Source: an optimization exercise on an open RTL-to-GDS flow (aim: small area, a short achievable clock period and few clock cycles per item). Production flows keep margins and buffers that such runs may drop.
The RTL was checked by simulation tests, not by an equivalence proof against the original design.

==> flow/design.v (outline; a module is shown in full before it is edited, if it fits) <==
// module tile_secded_dec: 349 lines
// module tile_xor2: 7 lines
// module tile_ao22: 9 lines
// module tile_verify: 162 lines
// module tile_crc_beat: 3070 lines
module tile_verify (
    input  wire         clk,
    input  wire         rst,           
    input  wire         in_valid,
    output reg          in_ready,
    input  wire [287:0] in_data,       
    input  wire [15:0]  in_tile,       
    input  wire [7:0]   in_owner,      
    input  wire [71:0]  in_side,       
    output reg          res_valid,
    output reg          res_pass,
    output reg  [2:0]   res_cause,     
    output reg  [5:0]   res_ce,        
    output reg          out_valid,
    output wire [255:0] out_data
);
  // ...
==> flow/flow/run.sh <==
#!/bin/bash
# The standard layout, with the port buffers made of buf_2 cells instead of the
# delay buffers buffer_ports picks by itself. ORFS's step logs stay in orfs/logs/.
set -euo pipefail
bash standard.sh "BUFFER_PORTS_ARGS=-buffer_cell sky130_fd_sc_hd__buf_2" finish > standard.log 2>&1
==> flow/standard.sh <==
#!/bin/bash
# synth_recipe.tcl (not shown) runs the flow's synth.tcl, then flattens the netlist and writes it again
# the make line also repeats each setting of config.mk as NAME=value (left out here)
make -C /OpenROAD-flow-scripts/flow DESIGN_CONFIG=/design/flow/config.mk WORK_HOME=/design/flow/orfs CLKGATE_MAP_FILE= SYNTH_SCRIPT=/design/flow/synth_recipe.tcl "${@:-finish}"
==> flow/config.mk <==
export PLATFORM = sky130hd
export DESIGN_NAME = tile_verify
export DESIGN_NICKNAME = tile_verify
export VERILOG_FILES = /design/flow/design.v
export SDC_FILE = /design/flow/constraint.sdc
export NUM_CORES = 4
export LEC_CHECK = 0
export CAP_MARGIN = 5
export CORE_MARGIN = 2
export CORE_UTILIZATION = 40
export CTS_CLUSTER_DIAMETER = 100
export CTS_CLUSTER_SIZE = 28
export SLEW_MARGIN = 5
export SYNTH_HIERARCHICAL = 1
==> flow/constraint.sdc <==
create_clock -name core_clock -period 50.0 [get_ports {clk}]
set_input_delay 10.0000 -clock core_clock [delete_from_list [all_inputs] [get_ports {clk}]]
set_output_delay 10.0000 -clock core_clock [all_outputs]
set_load 0.01 [all_outputs]
==> qor.csv, run 1 <==
stage,metric,value,unit
placement,post-place-ws,38370,ps
timing,timing.fmax,87.5,MHz
floorplan,core_area,203000,um2
cells_and_area,final_common_cell,dfxtp_1,
floorplan,fp.dieArea,208000,um2
cells_and_area,nFillCells,18500,
floorplan,taps,2672,
outcome,outcome,"complete, no violations",
cells_and_area,syn2layout_area_growth,14.7,%
routing,dr_wl_met3,17500,um
setup_path,reg2reg_depth,27,
cts,cts-root-buf,clkbuf_16,
setup_path,crit_start,ring[7][219],
floorplan,die_h,456,um
placement,placed_cell_area,90500,um2
cts,cts_hold_buffers,0,
cells_and_area,layout.comb_gates.multi_input,3547,
cells_and_area,final-seq-area,51500,um2
setup_path,cp.depth,1,
routing,routed_via_density,4.77,
grt,grt_max_degree,80,
floorplan,row_count,165,
setup_path,cp_slowest_cell,dfxtp_1,
cells_and_area,multi_input_area,30200,um2
Testbench counts, summed over its fixed seeds: cycles 4,161, tiles 512.
==> module tile_secded_dec, before the edit <==
module tile_secded_dec (
    input  wire [71:0] cw,
    output wire [63:0] data,
    output wire        ce,      
    output wire        ue       
);
    wire [6:0] syn;
    wire       par;
    wire t0;
    tile_xor2 x_t0 (.a(cw[25]), .b(cw[56]), .y(t0));
    wire t1;
    tile_xor2 x_t1 (.a(cw[10]), .b(cw[40]), .y(t1));
    wire t2;
    tile_xor2 x_t2 (.a(cw[17]), .b(cw[48]), .y(t2));
    wire t3;
    tile_xor2 x_t3 (.a(cw[21]), .b(cw[52]), .y(t3));
    wire t4;
    tile_xor2 x_t4 (.a(cw[23]), .b(cw[54]), .y(t4));
    wire t5;
    tile_xor2 x_t5 (.a(cw[24]), .b(cw[55]), .y(t5));
    wire t6;
    tile_xor2 x_t6 (.a(t0), .b(t1), .y(t6));
    wire t7;
    tile_xor2 x_t7 (.a(cw[3]), .b(cw[32]), .y(t7));
    wire t8;
    tile_xor2 x_t8 (.a(cw[6]), .b(cw[36]), .y(t8));
    wire t9;
    tile_xor2 x_t9 (.a(cw[8]), .b(cw[38]), .y(t9));
    wire t10;
    tile_xor2 x_t10 (.a(cw[9]), .b(cw[39]), .y(t10));
    wire t11;
    tile_xor2 x_t11 (.a(cw[13]), .b(cw[44]), .y(t11));
    wire t12;
    tile_xor2 x_t12 (.a(cw[15]), .b(cw[46]), .y(t12));
    wire t13;
    tile_xor2 x_t13 (.a(cw[16]), .b(cw[47]), .y(t13));
    wire t14;
    tile_xor2 x_t14 (.a(cw[19]), .b(cw[50]), .y(t14));
    wire t15;
    tile_xor2 x_t15 (.a(cw[20]), .b(cw[51]), .y(t15));
    wire t16;
    tile_xor2 x_t16 (.a(cw[22]), .b(cw[53]), .y(t16));
    wire t17;
    tile_xor2 x_t17 (.a(cw[59]), .b(cw[63]), .y(t17));
    wire t18;
    tile_xor2 x_t18 (.a(t2), .b(t3), .y(t18));
    wire t19;
    tile_xor2 x_t19 (.a(t4), .b(t5), .y(t19));
    wire t20;
    tile_xor2 x_t20 (.a(t6), .b(t7), .y(t20));
    wire t21;
    tile_xor2 x_t21 (.a(t11), .b(t18), .y(t21));
    wire t22;
    tile_xor2 x_t22 (.a(t16), .b(t19), .y(t22));
    wire t23;
    tile_xor2 x_t23 (.a(cw[0]), .b(cw[28]), .y(t23));
    wire t24;
    tile_xor2 x_t24 (.a(cw[1]), .b(cw[30]), .y(t24));
    wire t25;
    tile_xor2 x_t25 (.a(cw[2]), .b(cw[31]), .y(t25));
    wire t26;
    tile_xor2 x_t26 (.a(cw[4]), .b(cw[34]), .y(t26));
    wire t27;
    tile_xor2 x_t27 (.a(cw[5]), .b(cw[35]), .y(t27));
    wire t28;
    tile_xor2 x_t28 (.a(cw[7]), .b(cw[37]), .y(t28));
    wire t29;
    tile_xor2 x_t29 (.a(cw[11]), .b(cw[42]), .y(t29));
    wire t30;
    tile_xor2 x_t30 (.a(cw[12]), .b(cw[43]), .y(t30));
    wire t31;
    tile_xor2 x_t31 (.a(cw[14]), .b(cw[45]), .y(t31));
    wire t32;
    tile_xor2 x_t32 (.a(cw[18]), .b(cw[49]), .y(t32));
    wire t33;
    tile_xor2 x_t33 (.a(cw[57]), .b(cw[61]), .y(t33));
    wire t34;
    tile_xor2 x_t34 (.a(cw[58]), .b(cw[62]), .y(t34));
    wire t35;
    tile_xor2 x_t35 (.a(t8), .b(t9), .y(t35));
    wire t36;
    tile_xor2 x_t36 (.a(t10), .b(t13), .y(t36));
    wire t37;
    tile_xor2 x_t37 (.a(t12), .b(t14), .y(t37));
    wire t38;
    tile_xor2 x_t38 (.a(t15), .b(t21), .y(t38));
    wire t39;
    tile_xor2 x_t39 (.a(t17), .b(t20), .y(t39));
    wire t40;
    tile_xor2 x_t40 (.a(t22), .b(t28), .y(t40));
    wire t41;
    tile_xor2 x_t41 (.a(t23), .b(t39), .y(t41));
    wire t42;
    tile_xor2 x_t42 (.a(t25), .b(t36), .y(t42));
    wire t43;
    tile_xor2 x_t43 (.a(t26), .b(t35), .y(t43));
    wire t44;
    tile_xor2 x_t44 (.a(t29), .b(t37), .y(t44));
    wire t45;
    tile_xor2 x_t45 (.a(t30), .b(t38), .y(t45));
    wire t46;
    tile_xor2 x_t46 (.a(cw[26]), .b(cw[27]), .y(t46));
    wire t47;
    tile_xor2 x_t47 (.a(cw[29]), .b(cw[33]), .y(t47));
    wire t48;
    tile_xor2 x_t48 (.a(cw[41]), .b(cw[68]), .y(t48));
    wire t49;
    tile_xor2 x_t49 (.a(cw[60]), .b(cw[66]), .y(t49));
    wire t50;
    tile_xor2 x_t50 (.a(cw[64]), .b(t24), .y(t50));
    wire t51;
    tile_xor2 x_t51 (.a(cw[65]), .b(t27), .y(t51));
    wire t52;
    tile_xor2 x_t52 (.a(cw[67]), .b(t32), .y(t52));
    wire t53;
    tile_xor2 x_t53 (.a(cw[69]), .b(t46), .y(t53));
    wire t54;
    tile_xor2 x_t54 (.a(cw[70]), .b(t33), .y(t54));
    wire t55;
    tile_xor2 x_t55 (.a(t31), .b(t40), .y(t55));
    wire t56;
    tile_xor2 x_t56 (.a(t34), .b(t41), .y(t56));
    wire t57;
    tile_xor2 x_t57 (.a(t42), .b(t45), .y(t57));
    wire t58;
    tile_xor2 x_t58 (.a(t43), .b(t44), .y(t58));
    wire t59;
    tile_xor2 x_t59 (.a(t47), .b(t53), .y(t59));
    wire t60;
    tile_xor2 x_t60 (.a(t49), .b(t55), .y(t60));
    wire t61;
    tile_xor2 x_t61 (.a(t50), .b(t58), .y(t61));
    wire t62;
    tile_xor2 x_t62 (.a(t51), .b(t56), .y(t62));
    wire t63;
    tile_xor2 x_t63 (.a(t57), .b(t62), .y(t63));
    wire u0_4;
    tile_xor2 x_u0_4 (.a(cw[26]), .b(t33), .y(u0_4));
    wire u0_3;
    tile_xor2 x_u0_3 (.a(t4), .b(u0_4), .y(u0_3));
    wire u0_2;
    tile_xor2 x_u0_2 (.a(t21), .b(u0_3), .y(u0_2));
    wire u0_1;
    tile_xor2 x_u0_1 (.a(u0_2), .b(t41), .y(u0_1));
    tile_xor2 x_u0_0 (.a(t61), .b(u0_1), .y(syn[0]));
    wire u1_2;
    tile_xor2 x_u1_2 (.a(cw[27]), .b(t5), .y(u1_2));
    wire u1_1;
    tile_xor2 x_u1_1 (.a(t8), .b(u1_2), .y(u1_1));
    tile_xor2 x_u1_0 (.a(u1_1), .b(t63), .y(syn[1]));
    wire u2_9;
    tile_xor2 x_u2_9 (.a(cw[29]), .b(cw[61]), .y(u2_9));
    wire u2_8;
    tile_xor2 x_u2_8 (.a(cw[62]), .b(cw[63]), .y(u2_8));
    wire u2_7;
    tile_xor2 x_u2_7 (.a(t12), .b(t2), .y(u2_7));
    wire u2_6;
    tile_xor2 x_u2_6 (.a(t24), .b(t9), .y(u2_6));
    wire u2_5;
    tile_xor2 x_u2_5 (.a(u2_8), .b(u2_9), .y(u2_5));
    wire u2_4;
    tile_xor2 x_u2_4 (.a(u2_5), .b(u2_6), .y(u2_4));
    wire u2_3;
    tile_xor2 x_u2_3 (.a(u2_7), .b(t20), .y(u2_3));
    wire u2_2;
    tile_xor2 x_u2_2 (.a(t42), .b(u2_4), .y(u2_2));
    wire u2_1;
    tile_xor2 x_u2_1 (.a(u2_2), .b(u2_3), .y(u2_1));
    tile_xor2 x_u2_0 (.a(u2_1), .b(t60), .y(syn[2]));
    wire u3_8;
    tile_xor2 x_u3_8 (.a(cw[33]), .b(t10), .y(u3_8));
    wire u3_7;
    tile_xor2 x_u3_7 (.a(t14), .b(t15), .y(u3_7));
    wire u3_6;
    tile_xor2 x_u3_6 (.a(t27), .b(t3), .y(u3_6));
    wire u3_5;
    tile_xor2 x_u3_5 (.a(t52), .b(t6), .y(u3_5));
    wire u3_4;
    tile_xor2 x_u3_4 (.a(u3_6), .b(u3_7), .y(u3_4));
    wire u3_3;
    tile_xor2 x_u3_3 (.a(u3_8), .b(t43), .y(u3_3));
    wire u3_2;
    tile_xor2 x_u3_2 (.a(u3_4), .b(u3_5), .y(u3_2));
    wire u3_1;
    tile_xor2 x_u3_1 (.a(t40), .b(u3_2), .y(u3_1));
    tile_xor2 x_u3_0 (.a(u3_3), .b(u3_1), .y(syn[3]));
    wire u4_6;
    tile_xor2 x_u4_6 (.a(t0), .b(t13), .y(u4_6));
    wire u4_5;
    tile_xor2 x_u4_5 (.a(t31), .b(t32), .y(u4_5));
    wire u4_4;
    tile_xor2 x_u4_4 (.a(t48), .b(u4_5), .y(u4_4));
    wire u4_3;
    tile_xor2 x_u4_3 (.a(u4_6), .b(t22), .y(u4_3));
    wire u4_2;
    tile_xor2 x_u4_2 (.a(t44), .b(u4_4), .y(u4_2));
    wire u4_1;
    tile_xor2 x_u4_1 (.a(u4_2), .b(u4_3), .y(u4_1));
    tile_xor2 x_u4_0 (.a(t45), .b(u4_1), .y(syn[4]));
    wire u5_26;
    tile_xor2 x_u5_26 (.a(cw[28]), .b(cw[30]), .y(u5_26));
    wire u5_25;
    tile_xor2 x_u5_25 (.a(cw[31]), .b(cw[32]), .y(u5_25));
    wire u5_24;
    tile_xor2 x_u5_24 (.a(cw[34]), .b(cw[35]), .y(u5_24));
    wire u5_23;
    tile_xor2 x_u5_23 (.a(cw[36]), .b(cw[37]), .y(u5_23));
    wire u5_22;
    tile_xor2 x_u5_22 (.a(cw[38]), .b(cw[39]), .y(u5_22));
    wire u5_21;
    tile_xor2 x_u5_21 (.a(cw[40]), .b(cw[41]), .y(u5_21));
    wire u5_20;
    tile_xor2 x_u5_20 (.a(cw[42]), .b(cw[43]), .y(u5_20));
    wire u5_19;
    tile_xor2 x_u5_19 (.a(cw[44]), .b(cw[45]), .y(u5_19));
    wire u5_18;
    tile_xor2 x_u5_18 (.a(cw[46]), .b(cw[47]), .y(u5_18));
    wire u5_17;
    tile_xor2 x_u5_17 (.a(cw[48]), .b(cw[49]), .y(u5_17));
    wire u5_16;
    tile_xor2 x_u5_16 (.a(cw[50]), .b(cw[51]), .y(u5_16));
    wire u5_15;
    tile_xor2 x_u5_15 (.a(cw[52]), .b(cw[53]), .y(u5_15));
    wire u5_14;
    tile_xor2 x_u5_14 (.a(cw[54]), .b(cw[55]), .y(u5_14));
    wire u5_13;
    tile_xor2 x_u5_13 (.a(cw[56]), .b(u5_14), .y(u5_13));
    wire u5_12;
    tile_xor2 x_u5_12 (.a(u5_15), .b(u5_16), .y(u5_12));
    wire u5_11;
    tile_xor2 x_u5_11 (.a(u5_17), .b(u5_18), .y(u5_11));
    wire u5_10;
    tile_xor2 x_u5_10 (.a(u5_19), .b(u5_20), .y(u5_10));
    wire u5_9;
    tile_xor2 x_u5_9 (.a(u5_21), .b(u5_22), .y(u5_9));
    wire u5_8;
    tile_xor2 x_u5_8 (.a(u5_23), .b(u5_24), .y(u5_8));
    wire u5_7;
    tile_xor2 x_u5_7 (.a(u5_25), .b(u5_26), .y(u5_7));
    wire u5_6;
    tile_xor2 x_u5_6 (.a(u5_10), .b(u5_11), .y(u5_6));
    wire u5_5;
    tile_xor2 x_u5_5 (.a(u5_12), .b(u5_13), .y(u5_5));
    wire u5_4;
    tile_xor2 x_u5_4 (.a(u5_7), .b(u5_8), .y(u5_4));
    wire u5_3;
    tile_xor2 x_u5_3 (.a(u5_9), .b(t59), .y(u5_3));
    wire u5_2;
    tile_xor2 x_u5_2 (.a(u5_4), .b(u5_5), .y(u5_2));
    wire u5_1;
    tile_xor2 x_u5_1 (.a(u5_6), .b(u5_2), .y(u5_1));
    tile_xor2 x_u5_0 (.a(u5_3), .b(u5_1), .y(syn[5]));
    wire u6_2;
    tile_xor2 x_u6_2 (.a(cw[60]), .b(t17), .y(u6_2));
    wire u6_1;
    tile_xor2 x_u6_1 (.a(t34), .b(t54), .y(u6_1));
    tile_xor2 x_u6_0 (.a(u6_2), .b(u6_1), .y(syn[6]));
    wire u7_6;
    tile_xor2 x_u7_6 (.a(cw[71]), .b(t48), .y(u7_6));
    wire u7_5;
    tile_xor2 x_u7_5 (.a(t52), .b(t54), .y(u7_5));
    wire u7_4;
    tile_xor2 x_u7_4 (.a(u7_6), .b(t59), .y(u7_4));
    wire u7_3;
    tile_xor2 x_u7_3 (.a(u7_5), .b(u7_4), .y(u7_3));
    wire u7_2;
    tile_xor2 x_u7_2 (.a(t61), .b(u7_3), .y(u7_2));
    wire u7_1;
    tile_xor2 x_u7_1 (.a(t60), .b(u7_2), .y(u7_1));
    tile_xor2 x_u7_0 (.a(u7_1), .b(t63), .y(par));
    wire big = syn[6] & (syn[5] | syn[4] | syn[3]);
    assign ce = par & ~big;
    assign ue = par ? big : (syn != 7'd0);
    wire [7:0] lo;
    wire [8:0] hi;
    genvar i;
    generate
        for (i = 0; i < 8; i = i + 1) begin : g_lo
            assign lo[i] = (syn[2:0] == i);
        end
        for (i = 0; i < 9; i = i + 1) begin : g_hi
            assign hi[i] = par & (syn[6:3] == i);
        end
    endgenerate
    assign data[0] = cw[0] ^ (lo[3] & hi[0]);
    assign data[1] = cw[1] ^ (lo[5] & hi[0]);
    assign data[2] = cw[2] ^ (lo[6] & hi[0]);
    assign data[3] = cw[3] ^ (lo[7] & hi[0]);
    assign data[4] = cw[4] ^ (lo[1] & hi[1]);
    assign data[5] = cw[5] ^ (lo[2] & hi[1]);
    assign data[6] = cw[6] ^ (lo[3] & hi[1]);
    assign data[7] = cw[7] ^ (lo[4] & hi[1]);
    assign data[8] = cw[8] ^ (lo[5] & hi[1]);
    assign data[9] = cw[9] ^ (lo[6] & hi[1]);
    assign data[10] = cw[10] ^ (lo[7] & hi[1]);
    assign data[11] = cw[11] ^ (lo[1] & hi[2]);
    assign data[12] = cw[12] ^ (lo[2] & hi[2]);
    assign data[13] = cw[13] ^ (lo[3] & hi[2]);
    assign data[14] = cw[14] ^ (lo[4] & hi[2]);
    assign data[15] = cw[15] ^ (lo[5] & hi[2]);
    assign data[16] = cw[16] ^ (lo[6] & hi[2]);
    assign data[17] = cw[17] ^ (lo[7] & hi[2]);
    assign data[18] = cw[18] ^ (lo[0] & hi[3]);
    assign data[19] = cw[19] ^ (lo[1] & hi[3]);
    assign data[20] = cw[20] ^ (lo[2] & hi[3]);
    assign data[21] = cw[21] ^ (lo[3] & hi[3]);
    assign data[22] = cw[22] ^ (lo[4] & hi[3]);
    assign data[23] = cw[23] ^ (lo[5] & hi[3]);
    assign data[24] = cw[24] ^ (lo[6] & hi[3]);
    assign data[25] = cw[25] ^ (lo[7] & hi[3]);
    assign data[26] = cw[26] ^ (lo[1] & hi[4]);
    assign data[27] = cw[27] ^ (lo[2] & hi[4]);
    assign data[28] = cw[28] ^ (lo[3] & hi[4]);
    assign data[29] = cw[29] ^ (lo[4] & hi[4]);
    assign data[30] = cw[30] ^ (lo[5] & hi[4]);
    assign data[31] = cw[31] ^ (lo[6] & hi[4]);
    assign data[32] = cw[32] ^ (lo[7] & hi[4]);
    assign data[33] = cw[33] ^ (lo[0] & hi[5]);
    assign data[34] = cw[34] ^ (lo[1] & hi[5]);
    assign data[35] = cw[35] ^ (lo[2] & hi[5]);
    assign data[36] = cw[36] ^ (lo[3] & hi[5]);
    assign data[37] = cw[37] ^ (lo[4] & hi[5]);
    assign data[38] = cw[38] ^ (lo[5] & hi[5]);
    assign data[39] = cw[39] ^ (lo[6] & hi[5]);
    assign data[40] = cw[40] ^ (lo[7] & hi[5]);
    assign data[41] = cw[41] ^ (lo[0] & hi[6]);
    assign data[42] = cw[42] ^ (lo[1] & hi[6]);
    assign data[43] = cw[43] ^ (lo[2] & hi[6]);
    assign data[44] = cw[44] ^ (lo[3] & hi[6]);
    assign data[45] = cw[45] ^ (lo[4] & hi[6]);
    assign data[46] = cw[46] ^ (lo[5] & hi[6]);
    assign data[47] = cw[47] ^ (lo[6] & hi[6]);
    assign data[48] = cw[48] ^ (lo[7] & hi[6]);
    assign data[49] = cw[49] ^ (lo[0] & hi[7]);
    assign data[50] = cw[50] ^ (lo[1] & hi[7]);
    assign data[51] = cw[51] ^ (lo[2] & hi[7]);
    assign data[52] = cw[52] ^ (lo[3] & hi[7]);
    assign data[53] = cw[53] ^ (lo[4] & hi[7]);
    assign data[54] = cw[54] ^ (lo[5] & hi[7]);
    assign data[55] = cw[55] ^ (lo[6] & hi[7]);
    assign data[56] = cw[56] ^ (lo[7] & hi[7]);
    assign data[57] = cw[57] ^ (lo[1] & hi[8]);
    assign data[58] = cw[58] ^ (lo[2] & hi[8]);
    assign data[59] = cw[59] ^ (lo[3] & hi[8]);
    assign data[60] = cw[60] ^ (lo[4] & hi[8]);
    assign data[61] = cw[61] ^ (lo[5] & hi[8]);
    assign data[62] = cw[62] ^ (lo[6] & hi[8]);
    assign data[63] = cw[63] ^ (lo[7] & hi[8]);
endmodule
==> inputs of run 2 (changes only) <==
--- a/flow/design.v
+++ b/flow/design.v
@@ -273,77 +273,86 @@
     assign ue = par ? big : (syn != 7'd0);
+    wire [6:0] sn = ~syn;
     wire [7:0] lo;
     wire [8:0] hi;
-    genvar i;
-    generate
-        for (i = 0; i < 8; i = i + 1) begin : g_lo
-            assign lo[i] = (syn[2:0] == i);
-        end
-        for (i = 0; i < 9; i = i + 1) begin : g_hi
-            assign hi[i] = par & (syn[6:3] == i);
-        end
-    endgenerate
-    assign data[0] = cw[0] ^ (lo[3] & hi[0]);
-    assign data[1] = cw[1] ^ (lo[5] & hi[0]);
-    assign data[2] = cw[2] ^ (lo[6] & hi[0]);
-    assign data[3] = cw[3] ^ (lo[7] & hi[0]);
-    assign data[4] = cw[4] ^ (lo[1] & hi[1]);
-    assign data[5] = cw[5] ^ (lo[2] & hi[1]);
-    assign data[6] = cw[6] ^ (lo[3] & hi[1]);
-    assign data[7] = cw[7] ^ (lo[4] & hi[1]);
-    assign data[8] = cw[8] ^ (lo[5] & hi[1]);
-    assign data[9] = cw[9] ^ (lo[6] & hi[1]);
-    assign data[10] = cw[10] ^ (lo[7] & hi[1]);
-    assign data[11] = cw[11] ^ (lo[1] & hi[2]);
-    assign data[12] = cw[12] ^ (lo[2] & hi[2]);
-    assign data[13] = cw[13] ^ (lo[3] & hi[2]);
-    assign data[14] = cw[14] ^ (lo[4] & hi[2]);
-    assign data[15] = cw[15] ^ (lo[5] & hi[2]);
-    assign data[16] = cw[16] ^ (lo[6] & hi[2]);
-    assign data[17] = cw[17] ^ (lo[7] & hi[2]);
-    assign data[18] = cw[18] ^ (lo[0] & hi[3]);
-    assign data[19] = cw[19] ^ (lo[1] & hi[3]);
-    assign data[20] = cw[20] ^ (lo[2] & hi[3]);
-    assign data[21] = cw[21] ^ (lo[3] & hi[3]);
-    assign data[22] = cw[22] ^ (lo[4] & hi[3]);
-    assign data[23] = cw[23] ^ (lo[5] & hi[3]);
-    assign data[24] = cw[24] ^ (lo[6] & hi[3]);
-    assign data[25] = cw[25] ^ (lo[7] & hi[3]);
-    assign data[26] = cw[26] ^ (lo[1] & hi[4]);
-    assign data[27] = cw[27] ^ (lo[2] & hi[4]);
-    assign data[28] = cw[28] ^ (lo[3] & hi[4]);
-    assign data[29] = cw[29] ^ (lo[4] & hi[4]);
-    assign data[30] = cw[30] ^ (lo[5] & hi[4]);
-    assign data[31] = cw[31] ^ (lo[6] & hi[4]);
-    assign data[32] = cw[32] ^ (lo[7] & hi[4]);
-    assign data[33] = cw[33] ^ (lo[0] & hi[5]);
-    assign data[34] = cw[34] ^ (lo[1] & hi[5]);
-    assign data[35] = cw[35] ^ (lo[2] & hi[5]);
-    assign data[36] = cw[36] ^ (lo[3] & hi[5]);
-    assign data[37] = cw[37] ^ (lo[4] & hi[5]);
-    assign data[38] = cw[38] ^ (lo[5] & hi[5]);
-    assign data[39] = cw[39] ^ (lo[6] & hi[5]);
-    assign data[40] = cw[40] ^ (lo[7] & hi[5]);
-    assign data[41] = cw[41] ^ (lo[0] & hi[6]);
-    assign data[42] = cw[42] ^ (lo[1] & hi[6]);
-    assign data[43] = cw[43] ^ (lo[2] & hi[6]);
-    assign data[44] = cw[44] ^ (lo[3] & hi[6]);
-    assign data[45] = cw[45] ^ (lo[4] & hi[6]);
-    assign data[46] = cw[46] ^ (lo[5] & hi[6]);
-    assign data[47] = cw[47] ^ (lo[6] & hi[6]);
-    assign data[48] = cw[48] ^ (lo[7] & hi[6]);
-    assign data[49] = cw[49] ^ (lo[0] & hi[7]);
-    assign data[50] = cw[50] ^ (lo[1] & hi[7]);
-    assign data[51] = cw[51] ^ (lo[2] & hi[7]);
-    assign data[52] = cw[52] ^ (lo[3] & hi[7]);
-    assign data[53] = cw[53] ^ (lo[4] & hi[7]);
-    assign data[54] = cw[54] ^ (lo[5] & hi[7]);
-    assign data[55] = cw[55] ^ (lo[6] & hi[7]);
-    assign data[56] = cw[56] ^ (lo[7] & hi[7]);
-    assign data[57] = cw[57] ^ (lo[1] & hi[8]);
-    assign data[58] = cw[58] ^ (lo[2] & hi[8]);
-    assign data[59] = cw[59] ^ (lo[3] & hi[8]);
-    assign data[60] = cw[60] ^ (lo[4] & hi[8]);
-    assign data[61] = cw[61] ^ (lo[5] & hi[8]);
-    assign data[62] = cw[62] ^ (lo[6] & hi[8]);
-    assign data[63] = cw[63] ^ (lo[7] & hi[8]);
+    tile_and3 u_lo0 (.a(sn[0]), .b(sn[1]), .c(sn[2]), .y(lo[0]));
+    tile_and3 u_lo1 (.a(syn[0]), .b(sn[1]), .c(sn[2]), .y(lo[1]));
+    tile_and3 u_lo2 (.a(sn[0]), .b(syn[1]), .c(sn[2]), .y(lo[2]));
+    tile_and3 u_lo3 (.a(syn[0]), .b(syn[1]), .c(sn[2]), .y(lo[3]));
+    tile_and3 u_lo4 (.a(sn[0]), .b(sn[1]), .c(syn[2]), .y(lo[4]));
+    tile_and3 u_lo5 (.a(syn[0]), .b(sn[1]), .c(syn[2]), .y(lo[5]));
+    tile_and3 u_lo6 (.a(sn[0]), .b(syn[1]), .c(syn[2]), .y(lo[6]));
+    tile_and3 u_lo7 (.a(syn[0]), .b(syn[1]), .c(syn[2]), .y(lo[7]));
+    tile_and5 u_hi0 (.a(par), .b(sn[3]), .c(sn[4]), .d(sn[5]), .e(sn[6]), .y(hi[0]));
+    tile_and5 u_hi1 (.a(par), .b(syn[3]), .c(sn[4]), .d(sn[5]), .e(sn[6]), .y(hi[1]));
+    tile_and5 u_hi2 (.a(par), .b(sn[3]), .c(syn[4]), .d(sn[5]), .e(sn[6]), .y(hi[2]));
+    tile_and5 u_hi3 (.a(par), .b(syn[3]), .c(syn[4]), .d(sn[5]), .e(sn[6]), .y(hi[3]));
+    tile_and5 u_hi4 (.a(par), .b(sn[3]), .c(sn[4]), .d(syn[5]), .e(sn[6]), .y(hi[4]));
+    tile_and5 u_hi5 (.a(par), .b(syn[3]), .c(sn[4]), .d(syn[5]), .e(sn[6]), .y(hi[5]));
+    tile_and5 u_hi6 (.a(par), .b(sn[3]), .c(syn[4]), .d(syn[5]), .e(sn[6]), .y(hi[6]));
+    tile_and5 u_hi7 (.a(par), .b(syn[3]), .c(syn[4]), .d(syn[5]), .e(sn[6]), .y(hi[7]));
+    tile_and5 u_hi8 (.a(par), .b(sn[3]), .c(sn[4]), .d(sn[5]), .e(syn[6]), .y(hi[8]));
+    tile_fix u_fix0 (.a(cw[0]), .b(lo[3]), .c(hi[0]), .y(data[0]));
+    tile_fix u_fix1 (.a(cw[1]), .b(lo[5]), .c(hi[0]), .y(data[1]));
+    tile_fix u_fix2 (.a(cw[2]), .b(lo[6]), .c(hi[0]), .y(data[2]));
+    tile_fix u_fix3 (.a(cw[3]), .b(lo[7]), .c(hi[0]), .y(data[3]));
+    tile_fix u_fix4 (.a(cw[4]), .b(lo[1]), .c(hi[1]), .y(data[4]));
+    tile_fix u_fix5 (.a(cw[5]), .b(lo[2]), .c(hi[1]), .y(data[5]));
+    tile_fix u_fix6 (.a(cw[6]), .b(lo[3]), .c(hi[1]), .y(data[6]));
+    tile_fix u_fix7 (.a(cw[7]), .b(lo[4]), .c(hi[1]), .y(data[7]));
+    tile_fix u_fix8 (.a(cw[8]), .b(lo[5]), .c(hi[1]), .y(data[8]));
+    tile_fix u_fix9 (.a(cw[9]), .b(lo[6]), .c(hi[1]), .y(data[9]));
+    tile_fix u_fix10 (.a(cw[10]), .b(lo[7]), .c(hi[1]), .y(data[10]));
+    tile_fix u_fix11 (.a(cw[11]), .b(lo[1]), .c(hi[2]), .y(data[11]));
+    tile_fix u_fix12 (.a(cw[12]), .b(lo[2]), .c(hi[2]), .y(data[12]));
+    tile_fix u_fix13 (.a(cw[13]), .b(lo[3]), .c(hi[2]), .y(data[13]));
+    tile_fix u_fix14 (.a(cw[14]), .b(lo[4]), .c(hi[2]), .y(data[14]));
+    tile_fix u_fix15 (.a(cw[15]), .b(lo[5]), .c(hi[2]), .y(data[15]));
+    tile_fix u_fix16 (.a(cw[16]), .b(lo[6]), .c(hi[2]), .y(data[16]));
+    tile_fix u_fix17 (.a(cw[17]), .b(lo[7]), .c(hi[2]), .y(data[17]));
+    tile_fix u_fix18 (.a(cw[18]), .b(lo[0]), .c(hi[3]), .y(data[18]));
+    tile_fix u_fix19 (.a(cw[19]), .b(lo[1]), .c(hi[3]), .y(data[19]));
+    tile_fix u_fix20 (.a(cw[20]), .b(lo[2]), .c(hi[3]), .y(data[20]));
+    tile_fix u_fix21 (.a(cw[21]), .b(lo[3]), .c(hi[3]), .y(data[21]));
+    tile_fix u_fix22 (.a(cw[22]), .b(lo[4]), .c(hi[3]), .y(data[22]));
+    tile_fix u_fix23 (.a(cw[23]), .b(lo[5]), .c(hi[3]), .y(data[23]));
+    tile_fix u_fix24 (.a(cw[24]), .b(lo[6]), .c(hi[3]), .y(data[24]));
+    tile_fix u_fix25 (.a(cw[25]), .b(lo[7]), .c(hi[3]), .y(data[25]));
+    tile_fix u_fix26 (.a(cw[26]), .b(lo[1]), .c(hi[4]), .y(data[26]));
+    tile_fix u_fix27 (.a(cw[27]), .b(lo[2]), .c(hi[4]), .y(data[27]));
+    tile_fix u_fix28 (.a(cw[28]), .b(lo[3]), .c(hi[4]), .y(data[28]));
+    tile_fix u_fix29 (.a(cw[29]), .b(lo[4]), .c(hi[4]), .y(data[29]));
+    tile_fix u_fix30 (.a(cw[30]), .b(lo[5]), .c(hi[4]), .y(data[30]));
+    tile_fix u_fix31 (.a(cw[31]), .b(lo[6]), .c(hi[4]), .y(data[31]));
+    tile_fix u_fix32 (.a(cw[32]), .b(lo[7]), .c(hi[4]), .y(data[32]));
+    tile_fix u_fix33 (.a(cw[33]), .b(lo[0]), .c(hi[5]), .y(data[33]));
+    tile_fix u_fix34 (.a(cw[34]), .b(lo[1]), .c(hi[5]), .y(data[34]));
+    tile_fix u_fix35 (.a(cw[35]), .b(lo[2]), .c(hi[5]), .y(data[35]));
+    tile_fix u_fix36 (.a(cw[36]), .b(lo[3]), .c(hi[5]), .y(data[36]));
+    tile_fix u_fix37 (.a(cw[37]), .b(lo[4]), .c(hi[5]), .y(data[37]));
+    tile_fix u_fix38 (.a(cw[38]), .b(lo[5]), .c(hi[5]), .y(data[38]));
+    tile_fix u_fix39 (.a(cw[39]), .b(lo[6]), .c(hi[5]), .y(data[39]));
+    tile_fix u_fix40 (.a(cw[40]), .b(lo[7]), .c(hi[5]), .y(data[40]));
+    tile_fix u_fix41 (.a(cw[41]), .b(lo[0]), .c(hi[6]), .y(data[41]));
+    tile_fix u_fix42 (.a(cw[42]), .b(lo[1]), .c(hi[6]), .y(data[42]));
+    tile_fix u_fix43 (.a(cw[43]), .b(lo[2]), .c(hi[6]), .y(data[43]));
+    tile_fix u_fix44 (.a(cw[44]), .b(lo[3]), .c(hi[6]), .y(data[44]));
+    tile_fix u_fix45 (.a(cw[45]), .b(lo[4]), .c(hi[6]), .y(data[45]));
+    tile_fix u_fix46 (.a(cw[46]), .b(lo[5]), .c(hi[6]), .y(data[46]));
+    tile_fix u_fix47 (.a(cw[47]), .b(lo[6]), .c(hi[6]), .y(data[47]));
+    tile_fix u_fix48 (.a(cw[48]), .b(lo[7]), .c(hi[6]), .y(data[48]));
+    tile_fix u_fix49 (.a(cw[49]), .b(lo[0]), .c(hi[7]), .y(data[49]));
+    tile_fix u_fix50 (.a(cw[50]), .b(lo[1]), .c(hi[7]), .y(data[50]));
+    tile_fix u_fix51 (.a(cw[51]), .b(lo[2]), .c(hi[7]), .y(data[51]));
+    tile_fix u_fix52 (.a(cw[52]), .b(lo[3]), .c(hi[7]), .y(data[52]));
+    tile_fix u_fix53 (.a(cw[53]), .b(lo[4]), .c(hi[7]), .y(data[53]));
+    tile_fix u_fix54 (.a(cw[54]), .b(lo[5]), .c(hi[7]), .y(data[54]));
+    tile_fix u_fix55 (.a(cw[55]), .b(lo[6]), .c(hi[7]), .y(data[55]));
+    tile_fix u_fix56 (.a(cw[56]), .b(lo[7]), .c(hi[7]), .y(data[56]));
+    tile_fix u_fix57 (.a(cw[57]), .b(lo[1]), .c(hi[8]), .y(data[57]));
+    tile_fix u_fix58 (.a(cw[58]), .b(lo[2]), .c(hi[8]), .y(data[58]));
+    tile_fix u_fix59 (.a(cw[59]), .b(lo[3]), .c(hi[8]), .y(data[59]));
+    tile_fix u_fix60 (.a(cw[60]), .b(lo[4]), .c(hi[8]), .y(data[60]));
+    tile_fix u_fix61 (.a(cw[61]), .b(lo[5]), .c(hi[8]), .y(data[61]));
+    tile_fix u_fix62 (.a(cw[62]), .b(lo[6]), .c(hi[8]), .y(data[62]));
+    tile_fix u_fix63 (.a(cw[63]), .b(lo[7]), .c(hi[8]), .y(data[63]));
 endmodule
@@ -365,2 +374,28 @@
 endmodule
+module tile_and3 (
+    input  wire a,
+    input  wire b,
+    input  wire c,
+    output wire y
+);
+    assign y = a & b & c;
+endmodule
+module tile_and5 (
+    input  wire a,
+    input  wire b,
+    input  wire c,
+    input  wire d,
+    input  wire e,
+    output wire y
+);
+    assign y = a & b & c & d & e;
+endmodule
+module tile_fix (
+    input  wire a,
+    input  wire b,
+    input  wire c,
+    output wire y
+);
+    assign y = a ^ (b & c);
+endmodule
 module tile_verify (
--- a/flow/config.mk
+++ b/flow/config.mk
@@ -7,3 +7,3 @@
 export LEC_CHECK = 0
-export CAP_MARGIN = 5
+export CAP_MARGIN = 20
 export CORE_MARGIN = 2
@@ -12,3 +12,3 @@
 export CTS_CLUSTER_SIZE = 28
-export SLEW_MARGIN = 5
+export SLEW_MARGIN = 20
 export SYNTH_HIERARCHICAL = 1
==> run 2 against run 1 <==
Compared with the run above:
- area after synthesis fell by 1.7%
- sequential cell count did not move
- sequential share of layout area rose by 0.84 points
- clock skew fell by 20 ps
- hold slack improved by 14 ps
- setup slack got worse by 12 ps
- clock-buffer cell count fell by 4
- still clean
- die area fell by 1.7%
==> qor.csv, run 2 <==
stage,metric,value,unit,change
outcome,outcome,"complete, no violations",,
min_path,hp-start,ring[3][124],,
placement,dp_hpwl,260000,um,
timing,maxSlewViolCount,0,,
cts,cts_resized,0,,
cts,cts_tree,built,,
cts,clock_latency,820,ps,
floorplan,fp.dieArea,205000,um2,-1.7%
timing,max-slew-margin-rel,11.1,%,
synth,syn_avg_cell_area,13.0,um2,
grt,grt_max_degree,83,,+3.8%
routing,top_layer_used,met5,,
floorplan,start_util,40.3,%,
setup_path,timing.rr.start,in_q[200],,
floorplan,die_h,452,um,-0.83%
routing,drt-initial-drc-count,3894,,
timing,timing.hold.ws,285,ps,
synth,synthCells,6165,,
routing,first_pass_iters,5,,
grt,grt_pass1_wl,408000,um,
timing,tightest_slew,1330,ps,
cells_and_area,largestRegisters,"ring (2048), in_q (288), side_in (72)",,
placement,io_buffers,655,,
timing,finalCritPeriodShare,22.9,%,
cts,cts_buffers,107,,
setup_path,r2r_slack,39050,ps,
routing,num_vias,46600,,
routing,drc,0,,
synth,synth.yosys.warnings,9,,
timing,setup_viol,0,,
timing,rsz0062_at_grt,false,,
run,drv_cap,0,,
setup_path,cp.required,40000,ps,
setup_path,arrival,1440,ps,
cells_and_area,final_common_cell,dfxtp_1,,
setup_path,slowest_delay,450,ps,
cts,cts-root-buf,clkbuf_16,,
synth,synthesis.area,80400,um2,
grt,grt_usage,29.9,%,
cts,cts_hold_buffers,0,,unchanged
cells_and_area,syn2layout_area_growth,14.9,%,
floorplan,dieWidth,452,um,
setup_path,cp_slowest_cell,dfxtp_1,,
setup_path,path_cells,buf_2,,
routing,wl_per_cell,31.8,um,
setup_path,cp_top_family,flip-flops,,
min_path,hold_path_depth,0,,
placement,gp_congestion,1.02,,
cells_and_area,largest_register,ring,,
routing,routed_via_density,4.73,,-0.91%
grt,globalRouteOverflowTotal,0,,
cells_and_area,mostFrequentLayoutCells,"dfxtp_1 (2427), xor2_1 (2236), buf_2 (655)",,
cts,clkSinkCount,2525,,
routing,drt-met1-wl,146000,um,
floorplan,row_count,164,,-0.61%
cells_and_area,final_util,46.3,%,
min_path,hold_class,flip-flop to flip-flop,,
timing,timing.fmax,87.4,MHz,-0.11%
setup_path,path_class,flip-flop to primary output,,
timing,fin_crit,11440,ps,
cells_and_area,finalNetCount,7554,,
timing,fin_skew,50.5,ps,
grt,antenna_found_initial,30,,
floorplan,io_pins,656,,
cells_and_area,drive_above_1_share,16.0,%,
setup_path,cp-start-kind,flip-flop,,
floorplan,core_area,200000,um2,-1.5%
min_path,min_to,ring[4][124],,
setup_path,end_kind,primary output,,
routing,dr_wl_met3,17200,um,-1.8%
setup_path,crit_fanout,2,,
cts,htreeDepth,3,,
synth,syn_nets,6564,,
cts,clkTransAtPathRegs,110,ps,
cells_and_area,final_area,92400,um2,
routing,wirelength,313000,um,
setup_path,reg2reg_depth,28,,+3.7%
routing,antenna_left,0,,
routing,wl_met2,138000,um,
timing,final-hold-violation-count,0,,
cts,cts_buffer_depth,3,,
setup_path,crit_buf_inv,1,,
setup_path,reg2reg_to,out_valid,,
grt,grt_pass1_vias,45400,,
placement,placed_cell_area,89300,um2,-1.4%
cells_and_area,largest_reg_flops,2048,,
cells_and_area,nFillCells,18200,,-1.1%
timing,tns,0,ps,
cts,cts_setup_buffers,0,,
## run 2: worst max-delay path by stage
stage,start,to,slack [ps],cells after the start
4_1_cts,ring[7][224],out_data[224],38500,1
3_5_place_dp,rst,tile_q[4],38310,3
2_1_floorplan,v_in,crc_want[0],34610,2
3_3_place_gp,rst,owner_q[0],38380,3
6_report,ring[7][252],out_data[252],38560,1
5_1_grt,ring[7][252],out_data[252],38510,1
## run 2: cell type report
cell class              instances  area (um2)  share of cell area, %
clock inverters                24         395                  0.428
multi-input cells            3563       29000                   31.4
diodes                          6        15.0                 0.0163
flip-flops and latches       2525       51500                   55.8
clock buffers                 111        2720                   2.95
well taps                    2656        3320                   3.60
repair buffers                904        5150                   5.57
inverters                      54         210                  0.228
## run 2: through the flow
stage,cells,worst slack [ps]
2_1_floorplan,6165,34610
3_3_place_gp,9702,38380
3_5_place_dp,9702,38310
4_1_cts,9837,38500
5_1_grt,9839,38510
6_report,9843,38560
## run 2: routing by layer
metal,GRT usage (%),up-vias
li1,-,21500
met1,42.4,23100
met2,46.4,1565
met3,4.60,361
met4,10.1,26
met5,0,-
Testbench counts of run 2, summed over its fixed seeds: cycles 4,161, tiles 512.
==> inputs of run 3 (changes only) <==
==> flow/flow/run.sh (replaced) <==
#!/bin/bash
# The standard layout, with the port buffers chosen here (flow/ports.tcl, run
# at the start of global placement in place of the standard buffer_ports call)
# instead of the delay buffers buffer_ports picks by itself.
# make's output goes to standard.log; ORFS's step logs stay in orfs/logs/.
set -euo pipefail
bash standard.sh DONT_BUFFER_PORTS=1 "PRE_GLOBAL_PLACE_TCL=$PWD/flow/ports.tcl" finish > standard.log 2>&1
==> flow/flow/ports.tcl (new file) <==
# Port buffers: buf_1 on the inputs (each drives a register or two), buf_2 on
# the outputs (each drives the 0.01 pF output load).
buffer_ports -inputs -buffer_cell sky130_fd_sc_hd__buf_1
buffer_ports -outputs -buffer_cell sky130_fd_sc_hd__buf_2
==> run 3 against run 2 <==
Compared with the run above:
- register-to-register slack improved by 450 ps
- setup slack improved by 87 ps
- wire length decreased by 0.81%
- synthesized cell count unchanged
- clock-buffer cell count increased by 1
- via count decreased by 5.2%
- critical endpoint is now out_data[161]
- highest routed layer unchanged
==> qor.csv, run 3 <==
stage,metric,value,unit,change
cells_and_area,largest_register,ring,,
floorplan,io_pins,656,,unchanged
grt,grt_usage,29.6,%,-0.33 points
timing,finalCritPeriodShare,22.7,%,-0.17 points
cells_and_area,largestRegisters,"ring (2048), in_q (288), side_in (72)",,
routing,drt-initial-drc-count,3932,,+0.98%
cells_and_area,final_common_cell,dfxtp_1,,
routing,num_vias,44100,,-5.2%
setup_path,path_class,flip-flop to primary output,,
cts,cts_hold_buffers,0,,unchanged
cells_and_area,mostFrequentLayoutCells,"dfxtp_1 (2427), xor2_1 (2233), nand2_1 (346)",,
timing,setup_viol,0,,unchanged
setup_path,end_kind,primary output,,
floorplan,core_area,200000,um2,unchanged
cts,clkSinkCount,2525,,unchanged
cts,cts-root-buf,clkbuf_16,,
cells_and_area,nFillCells,18300,,+0.20%
setup_path,cp-start-kind,flip-flop,,
routing,antenna_left,0,,unchanged
placement,io_buffers,654,,-0.15%
cts,cts_buffers,106,,-0.93%
cts,cts_tree,built,,
routing,routed_via_density,4.79,,+1.2%
synth,synthCells,6165,,unchanged
min_path,hold_class,flip-flop to flip-flop,,
grt,globalRouteOverflowTotal,0,,unchanged
timing,final-hold-violation-count,0,,unchanged
routing,first_pass_iters,5,,unchanged
timing,max-slew-margin-rel,11.9,%,+0.87 points
cells_and_area,syn2layout_area_growth,11.0,%,
timing,rsz0062_at_grt,false,,
cells_and_area,largest_reg_flops,2048,,unchanged
synth,syn_avg_cell_area,13.0,um2,unchanged
floorplan,row_count,164,,unchanged
placement,gp_congestion,1.01,,-1.3%
grt,grt_max_degree,121,,+46%
placement,dp_cells,9057,,-6.6%
run,drv_cap,0,,unchanged
timing,timing.hold.ws,302,ps,+17.2 ps
cts,cts_resized,0,,unchanged
timing,maxSlewViolCount,0,,unchanged
grt,grt_pass1_wl,400000,um,-1.8%
floorplan,fp.dieArea,205000,um2,unchanged
cts,cts_buffer_depth,3,,unchanged
synth,synth.yosys.warnings,9,,unchanged
setup_path,arrival,1350,ps,-90 ps
grt,antenna_found_initial,89,,+200%
timing,tightest_slew,1320,ps,-8.48 ps
routing,wirelength,310000,um,-0.81%
cells_and_area,finalNetCount,6909,,-8.5%
setup_path,cp.required,40000,ps,about the same
synth,syn_nets,6564,,unchanged
cts,cts_setup_buffers,0,,unchanged
timing,fin_crit,11350,ps,-86.6 ps
placement,dp_hpwl,258000,um,-0.69%
floorplan,dieWidth,452,um,unchanged
grt,grt_pass1_vias,42700,,-5.9%
floorplan,die_h,452,um,unchanged
cells_and_area,final_area,89200,um2,-3.4%
routing,wl_per_cell,33.7,um,+5.9%
floorplan,start_util,40.3,%,unchanged
timing,tns,0,ps,unchanged
cts,htreeDepth,3,,unchanged
cts,clock_latency,840,ps,+20 ps
synth,synthesis.area,80400,um2,unchanged
timing,fin_skew,65.1,ps,+14.6 ps
cts,clkTransAtPathRegs,100,ps,about the same
cells_and_area,finalNonFillerCells,9220,,-6.3%
cells_and_area,drive_above_1_share,7.67,%,-8.4 points
placement,placed_cell_area,86000,um2,-3.6%
timing,timing.fmax,88.1,MHz,+0.76%
outcome,outcome,"complete, no violations",,
setup_path,crit_fanout,2,,unchanged
routing,drc,0,,unchanged
[run 3: layer usage]
layer | track usage [%] | up-vias | routed length [um]
li1 | - | 20200 | -
met1 | 40.9 | 22000 | 141000
met2 | 46.2 | 1498 | 138000
met3 | 6.21 | 408 | 19800
met4 | 9.24 | 36 | 10800
met5 | 0 | - | 214
[run 3: per-stage QoR]
stage                     setup WS, ps  utilization [%]
final                            38650             44.7
after global routing             38580             44.7
after CTS                        38560             44.6
after detailed placement         38540             43.1
after global placement           38540             43.1
after floorplan                  34610                -
[run 3: layout make-up]
type | instances | area, um2 | area share (%)
flip-flops and latches | 2525 | 51500 | 57.8
multi-input cells | 3563 | 29000 | 32.5
well taps | 2656 | 3320 | 3.73
clock buffers | 112 | 2690 | 3.01
repair buffers | 260 | 1970 | 2.21
clock inverters | 22 | 397 | 0.445
inverters | 54 | 210 | 0.236
diodes | 28 | 70.1 | 0.0786
[run 3: worst register-to-register path, stage by stage, from the launching register on]
cell and delay, ps:
dfxtp_1 450, xor2_1 320, xor2_1 310, xor2_1 270
xor2_1 200, xor2_1 260, xor2_1 200, xor2_1 180
xor2_1 320, xor2_1 670, nand3_1 140, nor2_1 480
nand2_1 130, xnor2_1 650, xor2_1 530, xor2_1 820
xor2_1 910, xor2_1 300, xor2_1 690, xor2_1 410
xor2_1 270, xor2_1 380, inv_1 120, a2111o_1 470
nor4_2 370, nand4_1 320, a21oi_1 230
[run 3: final timing paths]
check | depth (start not counted) | slack (ps) | to | from
worst max-delay path | 0 | 38650 | out_data[161] | ring[7][161]
worst min register to register | 0 | 300 | ring[2][187] | ring[1][187]
worst max register to register | 26 | 39500 | out_valid | in_q[25]
worst min-delay path | 0 | 300 | ring[2][187] | ring[1][187]
==> inputs of run 4 (changes only) <==
==> flow/flow/ports.tcl (replaced) <==
# Run at the start of global placement (PRE_GLOBAL_PLACE_TCL) in place of the
# standard port buffering, which DONT_BUFFER_PORTS=1 turns off. It does what
# global_place.tcl does, in the same order, with the buffer cells chosen here:
# remove the synthesis buffers, then buffer every port, with buf_1 on the
# inputs (each drives a register or two) and buf_2 on the outputs (each drives
# the 0.01 pF output load). remove_buffers is then made a no-op, so that
# global_place.tcl's own call cannot take the port buffers out again.
remove_buffers
buffer_ports -inputs -buffer_cell sky130_fd_sc_hd__buf_1
buffer_ports -outputs -buffer_cell sky130_fd_sc_hd__buf_2
rename remove_buffers orfs_remove_buffers_done
proc remove_buffers {args} {}
==> run 4 against run 3 <==
Compared with the run above:
- still clean
- die area unchanged
- synthesized cell count did not move
- final cell count up 6.6%
- sequential share of layout area fell by 1.7 points
- via count is 5.1% higher
- setup slack worse by 100 ps
- global-route usage decreased by 0.074 points
- utilization up 1.3 points
- hold slack improved by 11 ps
- highest routed layer unchanged
==> qor.csv, run 4 <==
stage,metric,value,unit,change
timing,maxSlewViolCount,0,,unchanged
setup_path,cp-start-kind,flip-flop,,
timing,timing.fmax,87.3,MHz,-0.90%
cts,htreeDepth,3,,unchanged
timing,fin_skew,72.0,ps,+6.93 ps
routing,drt-initial-drc-count,4193,,+6.6%
cts,cts_buffer_depth,3,,unchanged
routing,num_vias,46400,,+5.1%
placement,gp_congestion,1.01,,+0.42%
timing,setup_viol,0,,unchanged
synth,synthesis.area,80400,um2,unchanged
timing,max-slew-margin-rel,12.4,%,+0.43 points
grt,grt_max_degree,94,,-22%
timing,worst_slack,38540,ps,-103 ps
grt,grt_pass1_vias,45200,,+6.0%
placement,io_buffers,655,,+0.15%
timing,final-hold-violation-count,0,,unchanged
outcome,outcome,"complete, no violations",,
routing,antenna_left,0,,unchanged
floorplan,dieWidth,452,um,unchanged
min_path,hold_class,flip-flop to flip-flop,,
timing,tns,0,ps,unchanged
routing,wl_per_cell,31.5,um,-6.5%
routing,wirelength,309000,um,-0.34%
cts,cts_tree,built,,
cts,clkSinkCount,2525,,unchanged
synth,syn_avg_cell_area,13.0,um2,unchanged
timing,fin_crit,11460,ps,+103 ps
setup_path,cp_slowest_cell,dfxtp_1,,
timing,rsz0062_at_grt,false,,
cts,cts_hold_buffers,0,,unchanged
run,drv_cap,0,,unchanged
cells_and_area,final_common_cell,dfxtp_1,,
setup_path,path_cells,buf_2,,
setup_path,slowest_delay,460,ps,
routing,first_pass_iters,6,,+1
floorplan,start_util,40.3,%,unchanged
floorplan,fp.dieArea,205000,um2,unchanged
setup_path,cp.required,40000,ps,about the same
timing,finalCritPeriodShare,22.9,%,+0.21 points
floorplan,core_area,200000,um2,unchanged
cts,clkTransAtPathRegs,100,ps,about the same
placement,dp_cells,9692,,+7.0%
cts,cts_resized,0,,unchanged
cts,cts_setup_buffers,0,,unchanged
setup_path,crit_buf_inv,1,,
timing,tightest_slew,1310,ps,-10.9 ps
synth,syn_nets,6564,,unchanged
cts,cts-root-buf,clkbuf_16,,
grt,antenna_found_initial,22,,-75%
timing,timing.hold.ws,314,ps,+11.1 ps
cells_and_area,largest_reg_flops,2048,,unchanged
setup_path,crit_fanout,2,,unchanged
grt,grt_pass1_wl,403000,um,+0.74%
synth,synth.yosys.warnings,9,,unchanged
cts,cts_buffers,104,,-1.9%
setup_path,cp_top_family,flip-flops,,
placement,post-place-ws,38170,ps,-375 ps
setup_path,end_kind,primary output,,
floorplan,io_pins,656,,unchanged
cells_and_area,largest_register,ring,,
cells_and_area,drive_above_1_share,10.6,%,+2.9 points
cts,clock_latency,830,ps,about the same
setup_path,arrival,1460,ps,+110 ps
cells_and_area,nFillCells,18100,,-0.75%
cells_and_area,finalNonFillerCells,9829,,+6.6%
grt,grt_usage,29.5,%,-0.074 points
floorplan,row_count,164,,unchanged
placement,dp_hpwl,256000,um,-0.64%
synth,synthCells,6165,,unchanged
cells_and_area,syn2layout_area_growth,14.2,%,
routing,routed_via_density,4.72,,-1.4%
grt,globalRouteOverflowTotal,0,,unchanged
cells_and_area,finalNetCount,7541,,+9.1%
cells_and_area,mostFrequentLayoutCells,"dfxtp_1 (2427), xor2_1 (2228), buf_1 (386)",,
cells_and_area,largestRegisters,"ring (2048), in_q (288), side_in (72)",,
setup_path,path_class,flip-flop to primary output,,
floorplan,die_h,452,um,unchanged
routing,drc,0,,unchanged
-- run 4: layer usage --
layer,track usage [%],routed length [um],up-vias
li1,-,-,21400
met1,41.7,144000,23100
met2,46.3,138000,1464
met3,4.57,16700,345
met4,9.13,10700,18
met5,0,103,-
-- run 4: area by class of cell --
cell class / instances / area, um2 / area share (%)
antenna: 8 / 20.0 / 0.0218
clock buffer: 110 / 2680 / 2.92
clock inverter: 19 / 362 / 0.394
inverter: 54 / 210 / 0.229
multi-input combinational: 3563 / 29100 / 31.7
sequential: 2525 / 51500 / 56.1
tap: 2656 / 3320 / 3.62
timing repair buffer: 894 / 4590 / 5.00
-- run 4: worst paths after layout --
| kind | from | endpoint | slack [ps] | cells after the start |
|---|---|---|---|---|
| max | ring[7][248] | out_data[248] | 38540 | 1 |
| max reg2reg | in_q[272] | res_cause[0] | 39430 | 27 |
| min | ring[3][156] | ring[4][156] | 310 | 0 |
| min reg2reg | ring[3][156] | ring[4][156] | 310 | 0 |
-- run 4: per-stage QoR --
| stage | utilization (%) | area (um2) |
|---|---|---|
| 4_1_cts | 46.0 | 91800 |
| 5_1_grt | 46.0 | 91800 |
| 3_5_place_dp | 44.5 | 88800 |
| 6_report | 46.0 | 91800 |
| 3_3_place_gp | 44.4 | 88700 |
| 2_1_floorplan | - | 80400 |

## separate check: timing with driven ports
The results above use ideal ports. As a check the final layouts listed here were re-extracted and re-timed, cells and wires unchanged. Step 1, drivers: a clkbuf_16 drives clk and a buf_2 each remaining input, both assumed. Step 2 moves the port delays by t, midway between the first and last clock arrival at a register: inputs arrive t later, outputs are due t later. That takes back most of the time a late clock gives input paths. Slacks: ideal / step 1 / step 2; pairs: ideal / step 1.
| run | shift t [ns] | setup slack, ns | worst setup path after step 2 | latest minus earliest clock arrival (ns) | slew at the worst register clock pin (ns) |
|---|---|---|---|---|---|
| run 1 | 0.887 | 38.572 / 38.478 / 38.374 | input to register | 0.092 / 0.092 | 0.11 / 0.11 |
| run 2 | 0.893 | 38.560 / 38.464 / 38.334 | input to register | 0.054 / 0.054 | 0.11 / 0.11 |
| run 3 | 0.901 | 38.647 / 38.554 / 38.448 | input to register | 0.068 / 0.069 | 0.11 / 0.11 |
| run 4 | 0.873 | 38.543 / 38.448 / 38.191 | input to register | 0.097 / 0.097 | 0.11 / 0.11 |
After both steps every run listed still meets setup and hold. For run 4, which loses most, drivers alone change the setup slack by -0.095 ns; drivers and shift together by -0.352 ns.
